From an optimization exercise on the open Yosys and OpenROAD flow, aimed at small area, a short achievable clock period and few clock cycles per item; shortcuts taken in it are not production practice.
The RTL was checked by simulation tests, not by an equivalence proof against the original design.

==> flow/design.v <==
module le_bmul #(parameter AW = 30) (
    input  wire [AW-1:0]    a,
    input  wire [15:0]      b,
    output wire [AW+15:0]   p
);
    localparam PW = AW + 16;
    reg [PW-1:0] acc;
    reg [AW+1:0] row;
    reg [2:0]    trip;
    reg          neg, one, two;
    reg [PW-1:0] cst;
    integer j;
    always @* begin
        acc = {PW{1'b0}};
        cst = {PW{1'b0}};
        for (j = 0; j < 8; j = j + 1) begin
            trip = (j == 0) ? {b[1:0], 1'b0} : {b[2*j+1], b[2*j], b[2*j-1]};
            neg  = trip[2] & ~(trip[1] & trip[0]);
            one  = trip[1] ^ trip[0];
            two  = (trip == 3'b011) || (trip == 3'b100);
            row  = ({(AW+2){one}} & {{2{a[AW-1]}}, a}) | ({(AW+2){two}} & {a[AW-1], a, 1'b0});
            row  = row ^ {(AW+2){neg}};
            acc  = acc + ({{(PW-AW-2){1'b0}}, ~row[AW+1], row[AW:0]} << (2*j))
                       + ({{(PW-1){1'b0}}, neg} << (2*j));
            cst  = cst + ({{(PW-1){1'b0}}, 1'b1} << (AW + 1 + 2*j));
        end
        acc = acc - cst;
    end
    assign p = acc;
endmodule
module le_d4 (
    input  wire [16:0] r,        
    input  wire [17:0] v,        
    input  wire [18:0] v3,       
    output reg  [16:0] rn,
    output reg  [3:0]  q
);
    reg [19:0] r4, t1, t2, t3;
    reg [16:0] rc;
    integer s;
    always @* begin
        rc = r;
        q  = 4'd0;
        for (s = 0; s < 2; s = s + 1) begin
            r4 = {1'b0, rc, 2'b00};
            t1 = r4 - {2'b00, v};
            t2 = r4 - {1'b0, v, 1'b0};
            t3 = r4 - {1'b0, v3};
            q  = {q[1:0], 2'd0};
            if (!t3[19]) begin
                rc = t3[16:0]; q[1:0] = 2'd3;
            end else if (!t2[19]) begin
                rc = t2[16:0]; q[1:0] = 2'd2;
            end else if (!t1[19]) begin
                rc = t1[16:0]; q[1:0] = 2'd1;
            end else
                rc = r4[16:0];
        end
        rn = rc;
    end
endmodule
module le_s4 (
    input  wire        byp,
    input  wire [32:0] g_integ, p_integ,
    input  wire [25:0] g_u, p_u,
    input  wire [1:0]  g_sat, p_sat,
    input  wire        rb, hp, hn,
    input  wire [35:0] o1, o2, o3,
    input  wire [25:0] utov, utun,
    input  wire [1:0]  stov, stun,
    output wire [32:0] in_n,
    output reg  [25:0] u_n,
    output reg  [1:0]  s_n,
    output wire [25:0] u_old
);
    localparam signed [35:0] MONE = -36'sd16777216;
    localparam signed [35:0] UMAX = 36'sd16777088;
    wire signed [35:0] f_is = byp ? {{3{g_integ[32]}}, g_integ} : {{3{p_integ[32]}}, p_integ};
    wire signed [35:0] f_us = byp ? {{10{g_u[25]}}, g_u} : {{10{p_u[25]}}, p_u};
    wire        [1:0]  f_sb = byp ? g_sat : p_sat;
    wire signed [35:0] f_S  = rb ? f_us : f_is;
    wire signed [35:0] f_a1 = f_S + $signed(o1);                  
    wire signed [35:0] f_a2 = f_S + $signed(o2);                  
    wire signed [35:0] f_a3 = f_S + $signed(o3) + rb;           
    wire f_hold = (f_sb == 2'd1 && hp) || (f_sb == 2'd2 && hn);
    wire f_tov  = (f_a1 > UMAX);
    wire f_tun  = (f_a1 < MONE);
    wire signed [35:0] f_in = f_hold ? (rb ? f_a3 : f_is) : f_tov ? UMAX : f_tun ? MONE : f_a1;
    wire signed [35:0] f_uh = rb ? f_us : f_a3;                   
    wire signed [35:0] f_uc = f_hold ? f_uh : f_a2;
    wire f_cov = (f_uc > UMAX);
    wire f_cun = (f_uc < MONE);
    always @* begin
        if (!f_hold && f_tov) begin
            u_n = utov; s_n = stov;
        end else if (!f_hold && f_tun) begin
            u_n = utun; s_n = stun;
        end else begin
            u_n = f_cov ? UMAX[25:0] : f_cun ? MONE[25:0] : f_uc[25:0];
            s_n = f_cov ? 2'd1 : f_cun ? 2'd2 : 2'd0;
        end
    end
    assign in_n  = f_in[32:0];
    assign u_old = f_us[25:0];
endmodule
module loop_engine (
    input  wire        clk,
    input  wire        rst,
    input  wire        req_valid,
    output wire        req_ready,
    input  wire [2:0]  req_ch,
    input  wire        req_arm,
    input  wire        req_fired,
    input  wire [2:0]  req_func,
    input  wire [17:0] req_v,
    input  wire [17:0] req_i,
    input  wire [15:0] req_kff,
    input  wire [15:0] req_kp,
    input  wire [15:0] req_ki,
    input  wire [15:0] req_kpc,
    input  wire [15:0] req_kic,
    input  wire [17:0] req_vset,
    input  wire [17:0] req_iset,
    input  wire [15:0] req_z,
    input  wire [15:0] req_gcr,
    input  wire [17:0] req_pset,
    input  wire [16:0] req_vfloor,
    input  wire [15:0] req_gfl,
    input  wire [17:0] req_ihi,
    input  wire [17:0] req_ilo,
    input  wire [17:0] req_vhi,
    input  wire [17:0] req_vlo,
    output reg         resp_valid,
    output reg  [2:0]  resp_ch,
    output reg  [17:0] resp_code,
    output reg  [1:0]  resp_compl,
    output reg         resp_event,
    output reg         resp_clip
);
    localparam [2:0] F_OFF = 3'd0, F_FV = 3'd1, F_FI = 3'd2, F_FVZ = 3'd3,
                     F_CR  = 3'd4, F_CP = 3'd5, F_MV = 3'd6, F_MI  = 3'd7;
    reg        ready_q;
    reg        a_val;
    reg [2:0]  a_ch;
    reg        a_arm, a_fired;
    reg [2:0]  a_func;
    reg [17:0] a_v, a_i;
    reg [15:0] a_kff, a_kp, a_ki, a_kpc, a_kic;
    reg [17:0] a_set;       
    reg [15:0] a_coef;      
    reg [16:0] a_vfl;
    reg [17:0] a_ihi, a_ilo, a_vhi, a_vlo;
    assign req_ready = ready_q;
    always @(posedge clk)
        ready_q <= !rst;
    reg rst_q;
    always @(posedge clk)
        rst_q <= rst;
    always @(posedge clk) begin
        if (rst)
            a_val <= 1'b0;
        else
            a_val <= req_valid && ready_q;
        begin
            a_ch    <= req_ch;
            a_arm   <= req_arm;
            a_fired <= req_fired;
            a_func  <= req_func;
            a_v     <= req_v;
            a_i     <= req_i;
            a_kff   <= req_kff;
            a_kp    <= req_kp;
            a_ki    <= req_ki;
            a_kpc   <= req_kpc;
            a_kic   <= req_kic;
            a_set   <= (req_func == F_FI) ? req_iset : (req_func == F_CP) ? req_pset : req_vset;
            a_coef  <= (req_func == F_FVZ) ? req_z : (req_func == F_CR) ? req_gcr :
                       (req_func == F_CP) ? req_gfl : 16'd0;
            a_vfl   <= req_vfloor;
            a_ihi   <= req_ihi;
            a_ilo   <= req_ilo;
            a_vhi   <= req_vhi;
            a_vlo   <= req_vlo;
        end
    end
    wire a_onv = (a_func == F_FV) || (a_func == F_FVZ) || (a_func == F_MI);
    wire [17:0] a_q  = a_onv ? a_v : a_i;
    wire [17:0] a_m  = a_onv ? a_i : a_v;
    wire [17:0] a_lp = a_onv ? a_ihi : a_vhi;
    wire [17:0] a_ln = a_onv ? a_ilo : a_vlo;
    wire [17:0] a_smp = (a_func == F_FVZ) ? a_i : a_v;
    wire [33:0] a_prod;
    le_bmul #(.AW(18)) u_tmul (.a(a_smp), .b(a_coef), .p(a_prod));
    wire [28:0] a_pm = a_prod[33:5];
    wire a_cp = (a_func == F_CP);
    wire [17:0] a_vabs = a_v[17] ? (~a_v + 18'd1) : a_v;
    wire [17:0] a_pabs = a_set[17] ? (~a_set + 18'd1) : a_set;
    wire a_cpd  = a_cp && (a_vabs >= {1'b0, a_vfl});
    wire a_big  = (a_pabs > a_vabs);
    wire a_eq   = (a_pabs == a_vabs);
    wire a_rdiv = a_cpd && !a_big && !a_eq;
    localparam integer PW = 186;
    reg [PW-1:0] dp  [0:6];     
    reg          dvl [0:6];     
    reg [28:0]   dq  [0:6];     
    reg [16:0]   dr  [0:6];     
    reg [17:0]   dvv [0:6];     
    reg [18:0]   dv3 [0:6];     
    reg          ddv [0:6];     
    always @(posedge clk) begin
        if (rst)
            dvl[0] <= 1'b0;
        else
            dvl[0] <= a_val;
        dp[0]  <= {a_ch, a_arm, a_fired, a_func,
                   a_cpd && (a_set[17] != a_v[17]), a_cpd, a_big, a_eq,
                   (a_func == F_CR || a_func == F_CP) ? a_ihi : a_set,
                   a_ilo, a_q,
                   {a_lp[17], a_lp} - {a_m[17], a_m},
                   {a_ln[17], a_ln} - {a_m[17], a_m},
                   ($signed(a_m) >= $signed(a_lp)), ($signed(a_m) <= $signed(a_ln)),
                   a_kff, a_kp, a_ki, a_kpc, a_kic};
        dq[0]  <= a_cpd ? 29'd0 : a_pm;
        dr[0]  <= a_pabs[16:0];
        dvv[0] <= a_vabs;
        dv3[0] <= {1'd0, a_vabs} + {a_vabs, 1'b0};
        ddv[0] <= a_rdiv;
    end
    genvar gs;
    generate
        for (gs = 1; gs <= 6; gs = gs + 1) begin : g_div
            wire [16:0] rn;
            wire [3:0]  qd;
            le_d4 u_d4 (.r(dr[gs-1]), .v(dvv[gs-1]), .v3(dv3[gs-1]), .rn(rn), .q(qd));
            always @(posedge clk) begin
                if (rst)
                    dvl[gs] <= 1'b0;
                else
                    dvl[gs] <= dvl[gs-1];
                dp[gs]  <= dp[gs-1];
                dq[gs]  <= ddv[gs-1] ? {dq[gs-1][24:0], qd} : dq[gs-1];
                dr[gs]  <= rn;
                dvv[gs] <= dvv[gs-1];
                dv3[gs] <= dv3[gs-1];
                ddv[gs] <= ddv[gs-1];
            end
        end
    endgenerate
    wire        b_val = dvl[6];
    wire [2:0]  b_ch, b_func;
    wire        b_arm, b_fired;
    wire        b_padd;     
    wire        b_cpd, b_big, b_eq;
    wire [17:0] b_a;        
    wire [17:0] b_ilo, b_q;
    wire [18:0] b_ecp, b_ecn;
    wire        b_entp, b_entn;
    wire [15:0] b_kff, b_kp, b_ki, b_kpc, b_kic;
    assign {b_ch, b_arm, b_fired, b_func, b_padd, b_cpd, b_big, b_eq, b_a, b_ilo, b_q,
            b_ecp, b_ecn, b_entp, b_entn, b_kff, b_kp, b_ki, b_kpc, b_kic} = dp[6];
    wire [28:0] b_pm = !b_cpd ? dq[6] : b_big ? 29'h3FFFFFF : b_eq ? 29'h1000000 : dq[6];
    wire b_go   = b_val;
    wire b_crcp = (b_func == F_CR) || (b_func == F_CP);
    wire signed [29:0] b_a24   = {{5{b_a[17]}}, b_a, 7'd0};
    wire signed [29:0] b_ilo24 = {{5{b_ilo[17]}}, b_ilo, 7'd0};
    wire signed [29:0] b_pm30  = {b_pm[28], b_pm};
    wire signed [29:0] b_base  = b_crcp ? 30'sd0 : b_a24;
    wire signed [29:0] b_x     = b_padd ? (b_base + b_pm30) : (b_base - b_pm30);
    wire b_hi = b_padd ? (b_pm30 > b_a24)   : (b_pm30 + b_a24 < 0);
    wire b_lo = b_padd ? (b_pm30 < b_ilo24) : (b_pm30 + b_ilo24 > 0);
    wire signed [29:0] b_r = !b_crcp ? b_x : b_hi ? b_a24 : b_lo ? b_ilo24 : b_x;
    wire b_clip = b_crcp && (b_hi || b_lo);
    reg        c_val;
    reg [2:0]  c_ch;
    reg        c_arm, c_fired;
    reg [2:0]  c_func;
    reg [29:0] c_r;
    reg        c_clip;
    reg [17:0] c_q;
    reg [18:0] c_ecp, c_ecn;
    reg        c_entp, c_entn;
    reg [15:0] c_kff, c_kp, c_ki, c_kpc, c_kic;
    always @(posedge clk) begin
        if (rst)
            c_val <= 1'b0;
        else
            c_val <= b_go;
        c_ch    <= b_ch;
        c_arm   <= b_arm;
        c_fired <= b_fired;
        c_func  <= b_func;
        c_r     <= b_r;
        c_clip  <= b_clip;
        c_q     <= b_q;
        c_ecp   <= b_ecp;
        c_ecn   <= b_ecn;
        c_entp  <= b_entp;
        c_entn  <= b_entn;
        c_kff   <= b_kff;
        c_kp    <= b_kp;
        c_ki    <= b_ki;
        c_kpc   <= b_kpc;
        c_kic   <= b_kic;
    end
    localparam signed [29:0] HYST = 30'sd16768;
    reg [1:0] compl_q [0:7];
    wire c_loop = c_fired && (c_func != F_OFF) && (c_func != F_MV) && (c_func != F_MI);
    wire c_meas = (c_func == F_MV) || (c_func == F_MI);
    wire signed [29:0] c_q24 = {{5{c_q[17]}}, c_q, 7'd0};
    wire signed [29:0] c_rs  = c_r;
    wire signed [29:0] c_e   = c_rs - c_q24;
    wire c_relp = (c_rs - c_q24 + HYST <= 0);        
    wire c_reln = (c_rs - c_q24 - HYST >= 0);        
    wire c_epos = (c_rs - c_q24 > 0);
    wire c_eneg = (c_rs < c_q24);
    wire [1:0] c_cb = c_arm ? 2'd0 : compl_q[c_ch];
    wire c_rel = ((c_cb == 2'd1) && c_relp) || ((c_cb == 2'd2) && c_reln);
    wire [1:0] c_ent = (c_cb != 2'd0) ? 2'd0 : c_entp ? 2'd1 : c_entn ? 2'd2 : 2'd0;
    wire [1:0] c_mode = (c_ent != 2'd0) ? c_ent : ((c_cb != 2'd0) && !c_rel) ? c_cb : 2'd0;
    wire c_main = (c_mode == 2'd0);
    wire [18:0] c_ec = (c_mode == 2'd1) ? c_ecp : c_ecn;
    wire signed [29:0] c_E = c_main ? c_e : {{4{c_ec[18]}}, c_ec, 7'd0};
    wire c_hp = c_main ? c_epos : (!c_ec[18] && (c_ec != 19'd0));
    wire c_hn = c_main ? c_eneg : c_ec[18];
    integer kk;
    always @(posedge clk) begin
        if (rst_q) begin
            for (kk = 0; kk < 8; kk = kk + 1)
                compl_q[kk] <= 2'd0;
        end else if (c_val) begin
            if (c_loop)
                compl_q[c_ch] <= c_mode;
            else if (c_arm)
                compl_q[c_ch] <= 2'd0;
        end
    end
    localparam [1:0] K_OFF = 2'd0, K_HOLD = 2'd1, K_LAW = 2'd2;
    reg        d_val;
    reg [2:0]  d_ch;
    reg        d_arm;
    reg [1:0]  d_kind;
    reg [1:0]  d_compl;
    reg        d_event, d_clip;
    reg [28:0] d_r, d_E;       
    reg [15:0] d_kff, d_k2, d_k3;
    reg        d_rb;        
    reg        d_hp, d_hn;  
    always @(posedge clk) begin
        if (rst)
            d_val <= 1'b0;
        else
            d_val <= c_val;
        d_ch    <= c_ch;
        d_arm   <= c_arm;
        d_kind  <= c_loop ? K_LAW : (c_func == F_OFF) ? K_OFF : K_HOLD;
        d_compl <= c_loop ? c_mode : c_meas ? {c_entn & ~c_entp, c_entp} :
                   (c_func == F_OFF) ? 2'd0 : c_cb;
        d_event <= c_loop && (c_ent != 2'd0);
        d_clip  <= c_clip;
        d_r     <= c_r[28:0];
        d_E     <= c_E[28:0];
        d_kff   <= c_main ? c_kff : 16'd0;
        d_k2    <= c_main ? c_kp : c_kpc;
        d_k3    <= c_main ? c_ki : c_kic;
        d_rb    <= c_rel || (c_ent != 2'd0);
        d_hp    <= c_hp;
        d_hn    <= c_hn;
    end
    wire [44:0] d_p1, d_p2, d_p3;
    le_bmul #(.AW(29)) u_m1 (.a(d_r), .b(d_kff), .p(d_p1));
    le_bmul #(.AW(29)) u_m2 (.a(d_E), .b(d_k2),  .p(d_p2));
    le_bmul #(.AW(29)) u_m3 (.a(d_E), .b(d_k3),  .p(d_p3));
    reg        e_val;
    reg [2:0]  e_ch;
    reg        e_arm;
    reg [1:0]  e_kind;
    reg [1:0]  e_compl;
    reg        e_event, e_clip;
    reg [33:0] e_ff, e_kp, e_ki;
    reg        e_rb, e_hp, e_hn;
    always @(posedge clk) begin
        if (rst)
            e_val <= 1'b0;
        else
            e_val <= d_val;
        e_ch    <= d_ch;
        e_arm   <= d_arm;
        e_kind  <= d_kind;
        e_compl <= d_compl;
        e_event <= d_event;
        e_clip  <= d_clip;
        e_ff    <= {d_p1[44], d_p1[44:12]};
        e_kp    <= {d_p2[44], d_p2[44:12]};
        e_ki    <= {d_p3[44], d_p3[44:12]};
        e_rb    <= d_rb;
        e_hp    <= d_hp;
        e_hn    <= d_hn;
    end
    localparam signed [35:0] MONE = -36'sd16777216;
    localparam signed [35:0] UMAX = 36'sd16777088;
    reg signed [32:0] integ_q [0:7];
    reg signed [25:0] u_q     [0:7];
    reg        [1:0]  sat_q   [0:7];    
    wire signed [35:0] e_F  = $signed(e_ff) + $signed(e_kp);
    wire signed [35:0] e_K  = $signed(e_ki);
    wire signed [35:0] e_o1 = e_rb ? ($signed(e_ki) - $signed(e_ff) - $signed(e_kp)) : e_K;
    wire signed [35:0] e_o2 = e_rb ? e_K : ($signed(e_ff) + $signed(e_kp) + $signed(e_ki));
    wire e_fupos = (e_F > 36'sd0);                   
    wire e_fuun  = (e_F < -36'sd33554304);           
    wire e_fmov  = (e_F > 36'sd33554304);            
    wire e_fmneg = e_F[35];                          
    wire [25:0] e_fu = e_F[25:0] + UMAX[25:0];
    wire [25:0] e_fm = {e_F[25:24] - 2'd1, e_F[23:0]};
    reg        f_val;
    reg [2:0]  f_ch;
    reg        f_arm;
    reg [1:0]  f_kind;
    reg [1:0]  f_compl;
    reg        f_event, f_clip;
    reg [35:0] f_o1, f_o2, f_o3;
    reg        f_rb, f_hp, f_hn;
    reg [25:0] f_utov, f_utun;
    reg [1:0]  f_stov, f_stun;
    reg [32:0] f_integ;     
    reg [25:0] f_u;
    reg [1:0]  f_sat;
    reg        f_byp;       
    wire f_wr = f_val && ((f_kind == K_LAW) || f_arm);
    always @(posedge clk) begin
        if (rst)
            f_val <= 1'b0;
        else
            f_val <= e_val;
        f_ch    <= e_ch;
        f_arm   <= e_arm;
        f_kind  <= e_kind;
        f_compl <= e_compl;
        f_event <= e_event;
        f_clip  <= e_clip;
        f_o1    <= e_o1;
        f_o2    <= e_o2;
        f_o3    <= e_rb ? ~e_F : e_F;
        f_rb    <= e_rb;
        f_hp    <= e_hp;
        f_hn    <= e_hn;
        f_utov  <= e_fupos ? UMAX[25:0] : e_fuun ? MONE[25:0] : e_fu;
        f_stov  <= e_fupos ? 2'd1 : e_fuun ? 2'd2 : 2'd0;
        f_utun  <= e_fmov ? UMAX[25:0] : e_fmneg ? MONE[25:0] : e_fm;
        f_stun  <= e_fmov ? 2'd1 : e_fmneg ? 2'd2 : 2'd0;
        f_integ <= e_arm ? 33'd0 : integ_q[e_ch];
        f_u     <= e_arm ? 26'd0 : u_q[e_ch];
        f_sat   <= e_arm ? 2'd0 : sat_q[e_ch];
        f_byp   <= !e_arm && f_wr && (f_ch == e_ch);
    end
    reg        g_val;
    reg [2:0]  g_ch;
    reg [1:0]  g_compl;
    reg        g_event, g_clip, g_off;
    reg [32:0] g_integ;
    reg [25:0] g_u;
    reg [1:0]  g_sat;
    wire [32:0] f_in;
    wire [25:0] f_un;
    wire [1:0]  f_sn;
    wire [25:0] f_uo;
    le_s4 u_s4 (.byp(f_byp), .g_integ(g_integ), .g_u(g_u), .g_sat(g_sat),
                .p_integ(f_integ), .p_u(f_u), .p_sat(f_sat),
                .rb(f_rb), .hp(f_hp), .hn(f_hn), .o1(f_o1), .o2(f_o2), .o3(f_o3),
                .utov(f_utov), .stov(f_stov), .utun(f_utun), .stun(f_stun),
                .in_n(f_in), .u_n(f_un), .s_n(f_sn), .u_old(f_uo));
    wire f_law = (f_kind == K_LAW);
    integer j;
    always @(posedge clk) begin
        if (rst)
            g_val <= 1'b0;
        else
            g_val <= f_val;
        if (rst_q) begin
            for (j = 0; j < 8; j = j + 1) begin
                integ_q[j] <= 33'sd0;
                u_q[j]     <= 26'sd0;
                sat_q[j]   <= 2'd0;
            end
        end else begin
            if (f_wr) begin
                integ_q[f_ch] <= f_law ? f_in : 33'sd0;
                u_q[f_ch]     <= f_law ? f_un : 26'sd0;
                sat_q[f_ch]   <= f_law ? f_sn : 2'd0;
            end
        end
        g_ch    <= f_ch;
        g_compl <= f_compl;
        g_event <= f_event;
        g_clip  <= f_clip;
        g_off   <= (f_kind == K_OFF);
        g_integ <= f_law ? f_in : 33'sd0;
        g_u     <= f_law ? f_un : f_uo;
        g_sat   <= f_law ? f_sn : 2'd0;
    end
    wire [25:0] g_rnd = g_u + (g_u[25] ? 26'd63 : 26'd64);
    wire [17:0] g_code = g_off ? 18'h20000 : {~g_rnd[24], g_rnd[23:7]};
    always @(posedge clk) begin
        if (rst)
            resp_valid <= 1'b0;
        else
            resp_valid <= g_val;
        resp_ch    <= g_ch;
        resp_code  <= g_code;
        resp_compl <= g_compl;
        resp_event <= g_event;
        resp_clip  <= g_clip;
    end
endmodule
==> flow/flow/run.sh <==
#!/bin/bash
# The standard layout, with every input and output port buffered by a
# sky130_fd_sc_hd__buf_4 cell instead of the cell buffer_ports picks itself.
set -euo pipefail
export BUFFER_PORTS_ARGS="-buffer_cell sky130_fd_sc_hd__buf_4"
bash standard.sh > standard.log 2>&1
==> flow/standard.sh <==
#!/bin/bash
# synth_recipe.tcl (not shown) runs the flow's synth.tcl, then flattens the netlist and writes it again
# the make line also repeats each setting of config.mk as NAME=value (left out here)
make -C /OpenROAD-flow-scripts/flow DESIGN_CONFIG=/design/flow/config.mk WORK_HOME=/design/flow/orfs CLKGATE_MAP_FILE= SYNTH_SCRIPT=/design/flow/synth_recipe.tcl "${@:-finish}"
==> flow/config.mk <==
export PLATFORM = sky130hd
export DESIGN_NAME = loop_engine
export DESIGN_NICKNAME = loop_engine
export VERILOG_FILES = /design/flow/design.v
export SDC_FILE = /design/flow/constraint.sdc
export NUM_CORES = 4
export LEC_CHECK = 0
export ABC_AREA = 1
export CAP_MARGIN = 55
export CORE_MARGIN = 2
export CORE_UTILIZATION = 55
export PLACE_DENSITY = 0.7
export SLEW_MARGIN = 55
export SYNTH_HIERARCHICAL = 1
==> flow/constraint.sdc <==
create_clock -name core_clock -period 26.0 [get_ports {clk}]
set_input_delay 5.2000 -clock core_clock [delete_from_list [all_inputs] [get_ports {clk}]]
set_output_delay 5.2000 -clock core_clock [all_outputs]
set_load 0.01 [all_outputs]
==> impl_metrics.csv, run 1 <==
group,metric,value,unit
sta,slew_headroom,43.14,%
drt,num_vias,165500,
clocking,cts_setup_buffers,0,
synthesis,netlist_instances,24530,
worst_hold_path,holdPathStages,0,
sta,finalSetupTns,0,ps
global_route,grt_use_total,33.57,%
outcome,outcome,"finished clean",
place,dpl_worst_slack,19190,ps
global_route,grt_max_degree,111,
floorplan,die-area,362600,um^2
clocking,cts_sinks,3333,
setup_path,slowest_stage,"dfxtp_1",
drt,drt_iter0_markers,15780,
floorplan,die_width,602.2,um
floorplan,row_count,219,
setup_path,cp-start-kind,"register",
clocking,htree_levels,5,
setup_path,critPathTopFamily,"flip-flops",
synthesis,postSynthAreaPerCell,8.022,um^2
drt,drtPass1Iterations,9,
clocking,path_clk_slew,60,ps
global_route,grt_pass1_wl,941900,um
clocking,clockBufferDepth,4,
layout,layout.nets,27190,
place,portBuffers,344,
worst_hold_path,hp-class,"register to register",
setup_path,slowest_delay,330,ps
setup_path,cp_num_cells,1,
setup_path,path_max_fanout,1,
clocking,ctsResizeCount,0,
sta,hold_viol,0,
flow_run,max_cap_violations,0,
drt,ant_nets,0,
setup_path,worstPathRequired,20800,ps
drt,routedWlPerCell,21.01,um
setup_path,worst-path-buf-inv,1,
drt,drc,0,
layout,final_cells,29710,
setup_path,crit_chain,"buf_4",
synthesis,synth_warnings,25,
setup_path,path_class,"register to output pin",
floorplan,coreArea,355900,um^2
floorplan,start_util,55.29,%
layout,drive_gt1_share,7.795,%
place,placed_cells,29050,
sta,post-route-period-util,25.42,%
sta,rsz0062_at_grt,"false",
drt,drt_wl_total,624200,um
setup_path,worst-endpoint-arrival,1410,ps
place,gp_congestion,1.028,
floorplan,die_y,602.2,um
global_route,grt_pass1_vias,158400,
sta,finClkSkew,81.79,ps
setup_path,worstRegToRegCells,27,
layout,fillers,31830,
place,hpwlAfterDp,474700,um
sta,setup_viol,0,
layout,syn_to_final_growth,9.739,%
global_route,antenna_found_initial,30,
sta,worst_pin_slew,844.0,ps
sta,worst_slack,19390,ps
synthesis,syn-num-nets,27070,
sta,drv_slew,0,
synthesis,synth_area,196800,um^2
clocking,clk_latency,970,ps
drt,routed_via_density,5.570,
sta,finalCriticalPeriod,6610,ps
floorplan,num_io_pins,345,
clocking,cts_buffers,334,
setup_path,worst_setup_path_end_kind,"output pin",
clocking,cts_tree,"done",
global_route,grt-ovfl-total,0,
sta,max_clock_freq,151.3,MHz
clocking,cts_hold_buf,0,
clocking,root_buffer,"clkbuf_16",
[flip-flops by register name, summed over array words and instances (netlist names), 29 cells and up]
signal   cells
dq         203
dr         102
e_ff        33
g_integ     33
d_E         29
u_q        208
f_o3        34
dvv        102
f_o1        35
f_o2        35
dp        1302
f_integ     33
c_r         30
e_kp        33
integ_q    264
d_r         29
dv3        114
e_ki        33
[layer usage]
metal / share of wire [%] / GRT usage [%] / up-vias
met4: 5.4 / 16.31 / 2
met5: 0.0019 / 0 / -
met1: 41 / 43.68 / 77330
met2: 45 / 54.45 / 7065
met3: 8.2 / 5.241 / 1424
li1: - / - / 79670
[layout by cell type, fill, tap and decap left out, types with 47 or more instances in the layout]
master     count
nand2_1     4762
inv_1       3323
dfxtp_1     2813
nor2_1      2247
ha_1        1555
xor2_1      1313
a21oi_1     1279
o21ai_0     1089
nand3_1     1053
o22ai_1      858
fa_1         662
edfxtp_1     504
buf_4        500
clkbuf_16    340
xnor2_1      242
nand4_1      199
nor3_1       166
nand2_2      151
inv_2        151
a31oi_1      137
o21ai_1      107
or2_2         99
nor2_2        84
a21o_1        79
nand3_2       73
o211ai_1      68
clkbuf_1      66
o21bai_1      64
clkinv_2      57
nand3b_1      56
mux2_2        52
clkbuf_8      51
o21a_1        47
[layout make-up]
class                      instances  area, um^2  area share (%)
antenna                           18       45.04         0.02086
sequential                      3333       71810           33.25
clock inverter                   161        2205           1.021
tap                             4751        5944           2.752
timing repair buffer             554        4432           2.052
inverter                        3526       13290           6.152
multi-input combinational      16910      108800           50.39
clock buffer                     455        9430           4.366
[metrics by stage]
| stage | hold slack [ps] | cell area (um^2) | util [%] |
|---|---|---|---|
| final | 250.9 | 216000 | 60.68 |
| after floorplan | 309.6 | 196800 | - |
| after CTS | 250.9 | 215600 | 60.58 |
| after detailed placement | 311.8 | 204000 | 57.31 |
| after global placement | 309.5 | 203400 | 57.13 |
| after global routing | 268.6 | 216000 | 60.67 |
[path summary, 6_finish.rpt]
kind,slack (ps),start,end
hold / removal,250,dp[6][182],c_arm
setup / recovery,19390,resp_valid,resp_valid
hold reg to reg,250,dp[6][182],c_arm
setup reg to reg,19580,f_byp,sat_q[1][0]
Testbench counts, summed over its fixed seeds: cycles 12,912, items 12,800.
==> run 2, diff against run 1 <==
--- a/flow/config.mk
+++ b/flow/config.mk
@@ -11,2 +11,4 @@
 export CORE_UTILIZATION = 55
+export CTS_CLUSTER_DIAMETER = 100
+export CTS_CLUSTER_SIZE = 24
 export PLACE_DENSITY = 0.7
==> run 2 against run 1 <==
  * Still clean
  * Synthesized area stayed put
  * Register-to-register slack got worse by 170 ps
  * Core utilization fell by 1.7 points
  * Hold slack worse by 9.8 ps
  * Cell count decreased by 1.2%
  * Clock skew rose by 40 ps
  * Critical path type unchanged
  * Critical endpoint unchanged
==> impl_metrics.csv, run 2 <==
group,metric,value,unit
outcome,outcome,"finished clean",
layout,drive_gt1_share,6.659,%
setup_path,cp-start-kind,"register",
flow_run,max_cap_violations,0,
floorplan,die_width,602.2,um
layout,reg.largest.list,"dp (1302), integ_q (264), u_q (208)",
global_route,grt_pass1_wl,929700,um
clocking,cts_hold_buf,0,
layout,mostFrequentLayoutCells,"4,762 x nand2_1, 3,320 x inv_1, 2,813 x dfxtp_1",
clocking,cts_setup_buffers,0,
sta,drv_slew,0,
setup_path,crit_chain,"buf_4",
drt,routed_via_density,5.574,
clocking,cts_tree,"done",
clocking,clockBufferDepth,4,
global_route,grt-ovfl-total,0,
drt,drt_iter0_markers,16320,
layout,layout.nets,27040,
floorplan,num_io_pins,345,
floorplan,coreArea,355900,um^2
sta,hold_viol,0,
layout,multi_input_area,108800,um^2
layout,regArea,71810,um^2
clocking,cts_buffers,183,
drt,routedWlPerCell,20.98,um
clocking,root_buffer,"clkbuf_16",
floorplan,row_count,219,
setup_path,r2r_start,"a_func[2]",
global_route,antenna_found_initial,28,
setup_path,worst_setup_path_end_kind,"output pin",
clocking,clk_latency,970,ps
sta,finalSetupTns,0,ps
layout,largest-register,"dp",
sta,post-route-period-util,25.48,%
setup_path,crit_start,"resp_valid",
setup_path,path_class,"register to output pin",
sta,slew_headroom,49.18,%
sta,finalCriticalPeriod,6625,ps
place,hpwlAfterDp,474700,um
floorplan,die_y,602.2,um
worst_hold_path,hp-class,"register to register",
sta,finClkSkew,121.5,ps
global_route,grt_use_total,33.15,%
place,placed_cells,29050,
worst_hold_path,min-delay-start,"dp[6][182]",
setup_path,worstPathRequired,20800,ps
setup_path,slowest_delay,340,ps
layout,fillers,32550,
clocking,htree_levels,4,
sta,max_clock_freq,151.0,MHz
drt,drtPass1Iterations,8,
setup_path,slowest_stage,"dfxtp_1",
layout,largest_reg_flops,1302,
synthesis,syn-num-nets,27070,
place,gp_congestion,1.028,
synthesis,synth_warnings,25,
global_route,grt_max_degree,111,
floorplan,die-area,362600,um^2
drt,drt_wl_total,616200,um
setup_path,worst-endpoint-arrival,1420,ps
global_route,grt_pass1_vias,155800,
sta,worst_pin_slew,754.3,ps
clocking,ctsResizeCount,0,
sta,setup_viol,0,
setup_path,critPathTopFamily,"flip-flops",
layout,final_cells,29360,
synthesis,netlist_instances,24530,
sta,rsz0062_at_grt,"false",
layout,final_util,59.03,%
floorplan,start_util,55.29,%
setup_path,worst-path-buf-inv,1,
drt,drc,0,
clocking,cts_sinks,3333,
layout,final_common_cell,"nand2_1",
layout,syn_to_final_growth,6.753,%
synthesis,postSynthAreaPerCell,8.022,um^2
drt,ant_nets,0,
synthesis,synth_area,196800,um^2
clocking,path_clk_slew,90,ps
setup_path,path_max_fanout,1,
place,portBuffers,344,
drt,num_vias,163700,
==> run 2: cell count changes in the layout (fill, tap and decap cells not counted), sizes merged <==
cell      delta
clkbuf     -242
diode       +10
inv         -16
clkinvlp    -10
bufinv      -24
buf          -1
clkinv      -61
==> run 2: path summary, 6_finish.rpt <==
kind | cells after the start | to | slack [ps]
worst max-delay path | 1 | resp_valid | 19380
worst min-delay path | 0 | c_arm | 240
worst max register to register | 25 | dq[0][21] | 19410
worst min register to register | 0 | c_arm | 240
==> run 2: through the flow <==
| step | worst slack, ps | cell area (um^2) | hold WS, ps |
|---|---|---|---|
| floorplan | 19750 | 196800 | 309.6 |
| global placement | 18940 | 203400 | 309.5 |
| detailed placement | 19190 | 204000 | 311.8 |
| CTS | 19330 | 209700 | 251.8 |
| global route | 19040 | 210100 | 262.9 |
| finish | 19380 | 210100 | 241.1 |
==> run 2: final cells by class <==
| type | count | share of cell area (%) |
|---|---|---|
| multi-input cells | 16910 | 51.80 |
| flip-flops and latches | 3333 | 34.18 |
| inverters | 3526 | 6.324 |
| well taps | 4751 | 2.829 |
| clock buffers | 214 | 2.280 |
| repair buffers | 552 | 2.109 |
| clock inverters | 50 | 0.4502 |
| diodes | 28 | 0.03335 |
==> run 2: routing by layer <==
layer	vias to the layer above	wire length, um	GRT usage [%]
met5	-	40	0
met3	1335	47800	4.533
met4	6	33300	16.10
li1	79130	-	-
met2	6787	277200	53.62
met1	76420	257800	43.67

-- afterwards: timing with drivers on the ports --
No port has a modelled driver above. Below, the same layouts with a new extraction and two added sets of constraints. Step 1 (the two cells are an assumption about what drives the block):
set clk [get_ports {clk}]
set_driving_cell -lib_cell sky130_fd_sc_hd__clkbuf_16 $clk
set_driving_cell -lib_cell sky130_fd_sc_hd__buf_2 [delete_from_list [all_inputs] $clk]
Step 2, shift: input delay + t, output delay - t, t = (earliest + latest rising clock arrival at the registers) / 2. This alone moves slack from input paths to output paths. Three values: no drivers, after step 1, after step 2; two values: the first two.
run	t (ns)	setup slack, ns	worst data-port slew with drivers (ns)	pins driven straight from the clock port
run 1	1.036	19.390 / 19.284 / 19.407	0.14	1
run 2	1.023	19.375 / 19.266 / 19.409	0.14	1
After both steps every run listed still meets setup and hold.
